Background: an optimization exercise with open tools, aiming at small area, a short achievable clock period and few clock cycles per item. Do not read the settings as production practice.
In this exercise RTL edits were held to simulation tests only and were not proved equivalent to the original.
Power and IR drop assume default switching activity.

==> zinc: inputs <==
## meas_stream
module meas_stream (
  input  wire        clk,
  input  wire        rst_n,
  input  wire        in_valid,
  output wire        in_ready,
  input  wire        in_cfg,
  input  wire [31:0] in_word,
  input  wire [3:0]  cfg_rank_win,
  input  wire [3:0]  cfg_rank,
  input  wire [2:0]  cfg_resp,
  input  wire [23:0] cfg_offset,
  input  wire [31:0] cfg_gain,
  output reg         out_valid,
  output reg  [31:0] out_value,
  output reg         out_sat,
  output reg         err_valid,
  output reg         err_fault
);
  integer m, mc;
  reg         rdy;
  reg         r0_v, r0_cfg;
  reg  [31:0] r0_word;
  reg  [3:0]  r0_rw, r0_rk;
  reg  [2:0]  r0_rs;
  reg  [23:0] r0_off;
  reg  [31:0] r0_gain;
  reg         tk2, tk3, tk4, tk5, tk6, tk7;    
  wire        r0_hold = r0_v & r0_cfg & (tk2 | tk3 | tk4 | tk5 | tk6);
  wire        s1_cfg;
  assign in_ready = rdy;
  always @(posedge clk) begin
    if (!rst_n) begin
      r0_v <= 1'b0;
      rdy  <= 1'b1;
    end else begin
  ...
clock: 15.0 ns
lec_check: 0
cap_margin: 20
core_margin: 2
core_utilization: 40
cts_cluster_diameter: 80
cts_cluster_size: 24
slew_margin: 20
synth_memory_max_bits: 65536
standard.sh (not shown) runs the stock make flow with config.mk's settings and CLKGATE_MAP_FILE= SYNTH_SCRIPT=/design/flow/synth_recipe.tcl, a recipe that flattens the netlist after the stock synthesis.
==> flow/flow/run.sh <==
#!/bin/bash
# Standard ORFS layout (the standard.sh: standard synthesis, floorplan,
# placement, CTS, routing, finish) with two repair settings changed:
#  - the timing repair steps aim for a setup slack well above the 15 ns
#    constraint, so that they work on the design's real critical paths
#    (the clock period and the SDC are unchanged);
#  - gate sizing may pick any drive strength, not only cells of the same
#    footprint.
# The tools' output goes to make_finish.log in this folder (ORFS also keeps
# its per-step logs under orfs/logs).
set -euo pipefail
MARGIN=${MARGIN:-10.75}
bash standard.sh SETUP_SLACK_MARGIN=$MARGIN MATCH_CELL_FOOTPRINT=0 finish > make_finish.log 2>&1
==> lagoon (differences from zinc) <==
Settings changed: CTS_CLUSTER_DIAMETER 80 to 70, CTS_CLUSTER_SIZE 24 to 22.
==> results.json <==
{
  "status": "no timing/DRC/antenna violations",
  "grtUsageTotal": 0.2629,
  "vias_per_cell": 5.987,
  "p_per_area_nw_per_um2": 150.1,
  "vias": 120273,
  "area_share_nonclk_buffers": 0.01960,
  "r2r_cells": 8,
  "clock_latency_ns": 0.98,
  "power_clock_mw": 5.43,
  "num-fill-cells": 40186,
  "register_area_um2": 80690,
  "gr-usage-met1": 0.3516,
  "design_area_um2": 187700,
  "internal-power_mw": 17.15,
  "dr_wl_met3_um": 74700,
  "p_switching_mw": 11.03,
  "ir_drop_mv": 0.2354,
  "clkbuf_count": 250,
  "crit_arrival_ns": 1.36
}
# the run above: zinc

==> results.json <==
{
  "status": "no timing/DRC/antenna violations",
  "grtUsageTotal": 0.2633,
  "max_freq_mhz": 228.6,
  "hold_violations": 0,
  "vias": 120564,
  "p_per_area_nw_per_um2": 151.8,
  "antenna_left": 0,
  "dr_wl_met3_um": 76900,
  "clkbuf_count": 282,
  "ir_drop_mv": 0.2317,
  "register_area_um2": 80690,
  "design_area_um2": 188600,
  "vias_per_cell": 5.989,
  "power_clock_mw": 5.86,
  "internal-power_mw": 17.50,
  "num-fill-cells": 40096,
  "r2r_cells": 9,
  "gr-usage-met1": 0.3511,
  "area_share_nonclk_buffers": 0.01991,
  "clock_latency_ns": 1.00
}
# the run above: lagoon

Testbench counts of zinc, summed over its fixed seeds: cycles 29,088, items 28,800.
Testbench counts of lagoon, summed over its fixed seeds: cycles 29,088, items 28,800.

========
==> run a <==
meas_stream, a different RTL version from the one above (not shown whole).
// meas_stream
module meas_stream (
  input  wire        clk,
  input  wire        rst_n,
  input  wire        in_valid,
  output wire        in_ready,
  input  wire        in_cfg,
  input  wire [31:0] in_word,
  input  wire [3:0]  cfg_rank_win,
  input  wire [3:0]  cfg_rank,
  input  wire [2:0]  cfg_resp,
  input  wire [23:0] cfg_offset,
  input  wire [31:0] cfg_gain,
  output reg         out_valid,
  output reg  [31:0] out_value,
  output reg         out_sat,
  output reg         err_valid,
  output reg         err_fault
);
clock: 15.0 ns
lec_check: 0
cap_margin: 20
core_margin: 2
core_utilization: 40
cts_cluster_diameter: 70
cts_cluster_size: 22
slew_margin: 20
synth_memory_max_bits: 65536
==> flow/flow/run.sh <==
#!/bin/bash
# Standard ORFS layout (the standard.sh: standard synthesis, floorplan,
# placement, CTS, routing, finish) with two repair settings changed:
#  - the timing repair steps aim for a setup slack well above the 15 ns
#    constraint, so that they work on the design's real critical paths
#    (the clock period and the SDC are unchanged);
#  - gate sizing may pick any drive strength, not only cells of the same
#    footprint.
# The tools' output goes to make_finish.log in this folder (ORFS also keeps
# its per-step logs under orfs/logs).
set -euo pipefail
MARGIN=${MARGIN:-11.0}
bash standard.sh SETUP_SLACK_MARGIN=$MARGIN MATCH_CELL_FOOTPRINT=0 finish > make_finish.log 2>&1
==> run b (differences from run a) <==
--- a/flow/design.v
+++ b/flow/design.v
@@ -154,17 +154,16 @@
   reg [23:0] vop3;
   reg  [7:0]  c_lt, c_gt;
   always @* begin
     for (mc = 0; mc < 8; mc = mc + 1) begin
       c_lt[mc] = par_ok ? (r0_word[23:0] < win[mc]) : (mc == 0 ? 1'b0 : wlt[0][mc]);
       c_gt[mc] = par_ok ? (r0_word[23:0] > win[mc]) : (mc == 0 ? 1'b0 : wgt[0][mc]);
     end
   end
-  reg         err_v2, err_f2;     
   reg         v2, o2, sat2;
   reg  [8:0]  wm2;
   reg  [9:1]  wh2;       
   reg  [2:0]  rs2, q2;
   reg         fr2;
   always @(posedge clk) begin
     if (!rst_n) begin
       cur_rw   <= 4'd1;
@@ -177,26 +176,22 @@
       fail_run <= 2'd0;
       last_val <= 24'd0;
       last_sat <= 1'b0;
       last_refns <= 1'b0;
       v2 <= 1'b0;
       tk2 <= 1'b0; tk3 <= 1'b0; tk4 <= 1'b0; tk5 <= 1'b0; tk6 <= 1'b0; tk7 <= 1'b0;
       err_valid <= 1'b0;
       err_fault <= 1'b0;
-      err_v2    <= 1'b0;
-      err_f2    <= 1'b0;
     end else begin
       tk2 <= s1_cfg; tk3 <= tk2; tk4 <= tk3; tk5 <= tk4; tk6 <= tk5; tk7 <= tk6;
       if (tk6) off_cur  <= off_new;
       if (tk7) gain_cur <= gain_new;
-      err_v2    <= s1_word & ~par_ok;
-      err_f2    <= s1_word & ~par_ok & (fail_run == 2'd1);
-      err_valid <= err_v2;
-      err_fault <= err_f2;
+      err_valid <= s1_word & ~par_ok;
+      err_fault <= s1_word & ~par_ok & (fail_run == 2'd1);
       v2 <= s1_word;
       if (s1_cfg) begin
         cur_rw <= r0_rw;
         cur_rk <= r0_rk;
         cur_rs <= r0_rs;
       end
       if (s1_word) begin
         if (par_ok) begin
--- a/flow/flow/run.sh
+++ b/flow/flow/run.sh
@@ -4,10 +4,10 @@
 #  - the timing repair steps aim for a setup slack well above the 15 ns
 #    constraint, so that they work on the design's real critical paths
 #    (the clock period and the SDC are unchanged);
 #  - gate sizing may pick any drive strength, not only cells of the same
 #    footprint.
 # The tools' output goes to make_finish.log in this folder (ORFS also keeps
 # its per-step logs under orfs/logs).
 set -euo pipefail
-MARGIN=${MARGIN:-11.0}
+MARGIN=${MARGIN:-10.5}
 bash standard.sh SETUP_SLACK_MARGIN=$MARGIN MATCH_CELL_FOOTPRINT=0 finish > make_finish.log 2>&1
CORE_UTILIZATION = 55   (was 40)
PLACE_DENSITY = 0.68   (was default)
==> qor summary <==
| metric | run b | run a |
|---|---|---|
| Worst-path maximum fanout | 17 | 1 |
| CP Depth | 9 | 1 |
| Critical Path End Type | flop | primary output |
| Post-detailed-route via-to-cell ratio | 6.538 | 6.065 |
| Synth Register Bits | 3097 | 3099 |
| Result of the run | no timing/DRC/antenna violations | no timing/DRC/antenna violations |
| Routed metal-1 wire length | 224000 um | 238900 um |
| Post-synthesis simple-gate area fraction | 5.811% | 5.623% |
| Drt total wl | 579600 um | 622300 um |
| Clk power | 5.76 mW | 5.91 mW |
| Vias in the first global route | 118600 | 120100 |
| Number of non-clock inverters in the layout | 1566 | 1562 |
| Number of multi-input combinational cells in the layout | 8926 | 8873 |
| Reg area | 81470 sq um | 81820 sq um |
| M1 GR Usage | 49.13% | 36.25% |
| Sw frac | 37.43% | 37.69% |
| Final worst hold slack | 330.9 ps | 332.8 ps |
| Final WS setup | 10470 ps | 10570 ps |
| GRT Overall Usage | 35.40% | 27.36% |
| Layout sequential cell count | 3097 | 3099 |
| Fraction of area in clock buffers and inverters | 3.383% | 3.422% |
| Worst VDD drop | 180.5 uV | 187.0 uV |
| Signal buffers | 456 | 544 |
| Arrival @ worst endpoint | 5310 ps | 1430 ps |
Testbench counts of run a, summed over its fixed seeds: cycles 29,088, items 28,800.
Testbench counts of run b, summed over its fixed seeds: cycles 29,088, items 28,800.

-- separate check: timing with driven ports --
The flow's constraints put no driver on any port. The routed layouts listed below were extracted and timed again, unchanged, in two steps.
Step 1 sets driving cells, clkbuf_16 on the clock port and buf_2 on the other inputs (assumed; they add their load-dependent delay and slew).
Step 2 adds t to the input delays and takes it off the output delays; t is the mean of the earliest and latest rising clock arrival at the registers after step 1. Input paths then give back, and output paths get back, about the clock's delay inside the block.
Slacks: ideal ports / drivers / drivers and shift; pairs: ideal ports / drivers.
run | t, ns | slack for setup (ns) | hold slack, ns | worst setup path at the end | slew at the worst register clock pin (ns)
zinc | 1.054 | 10.635 / 10.519 / 10.283 | 0.333 / 0.333 / 0.333 | input to register | 0.11 / 0.11
lagoon | 1.059 | 10.626 / 10.511 / 10.272 | 0.332 / 0.332 / 0.332 | input to register | 0.10 / 0.10
run a | 1.075 | 10.565 / 10.447 / 10.243 | 0.333 / 0.333 / 0.333 | input to register | 0.11 / 0.11
run b | 1.022 | 10.465 / 10.415 / 10.393 | 0.331 / 0.331 / 0.331 | input to register | 0.10 / 0.10
After both steps setup and hold are still met in every run listed. The setup slack of lagoon, which loses most, moves by -0.115 ns with the drivers and by -0.354 ns with both steps.
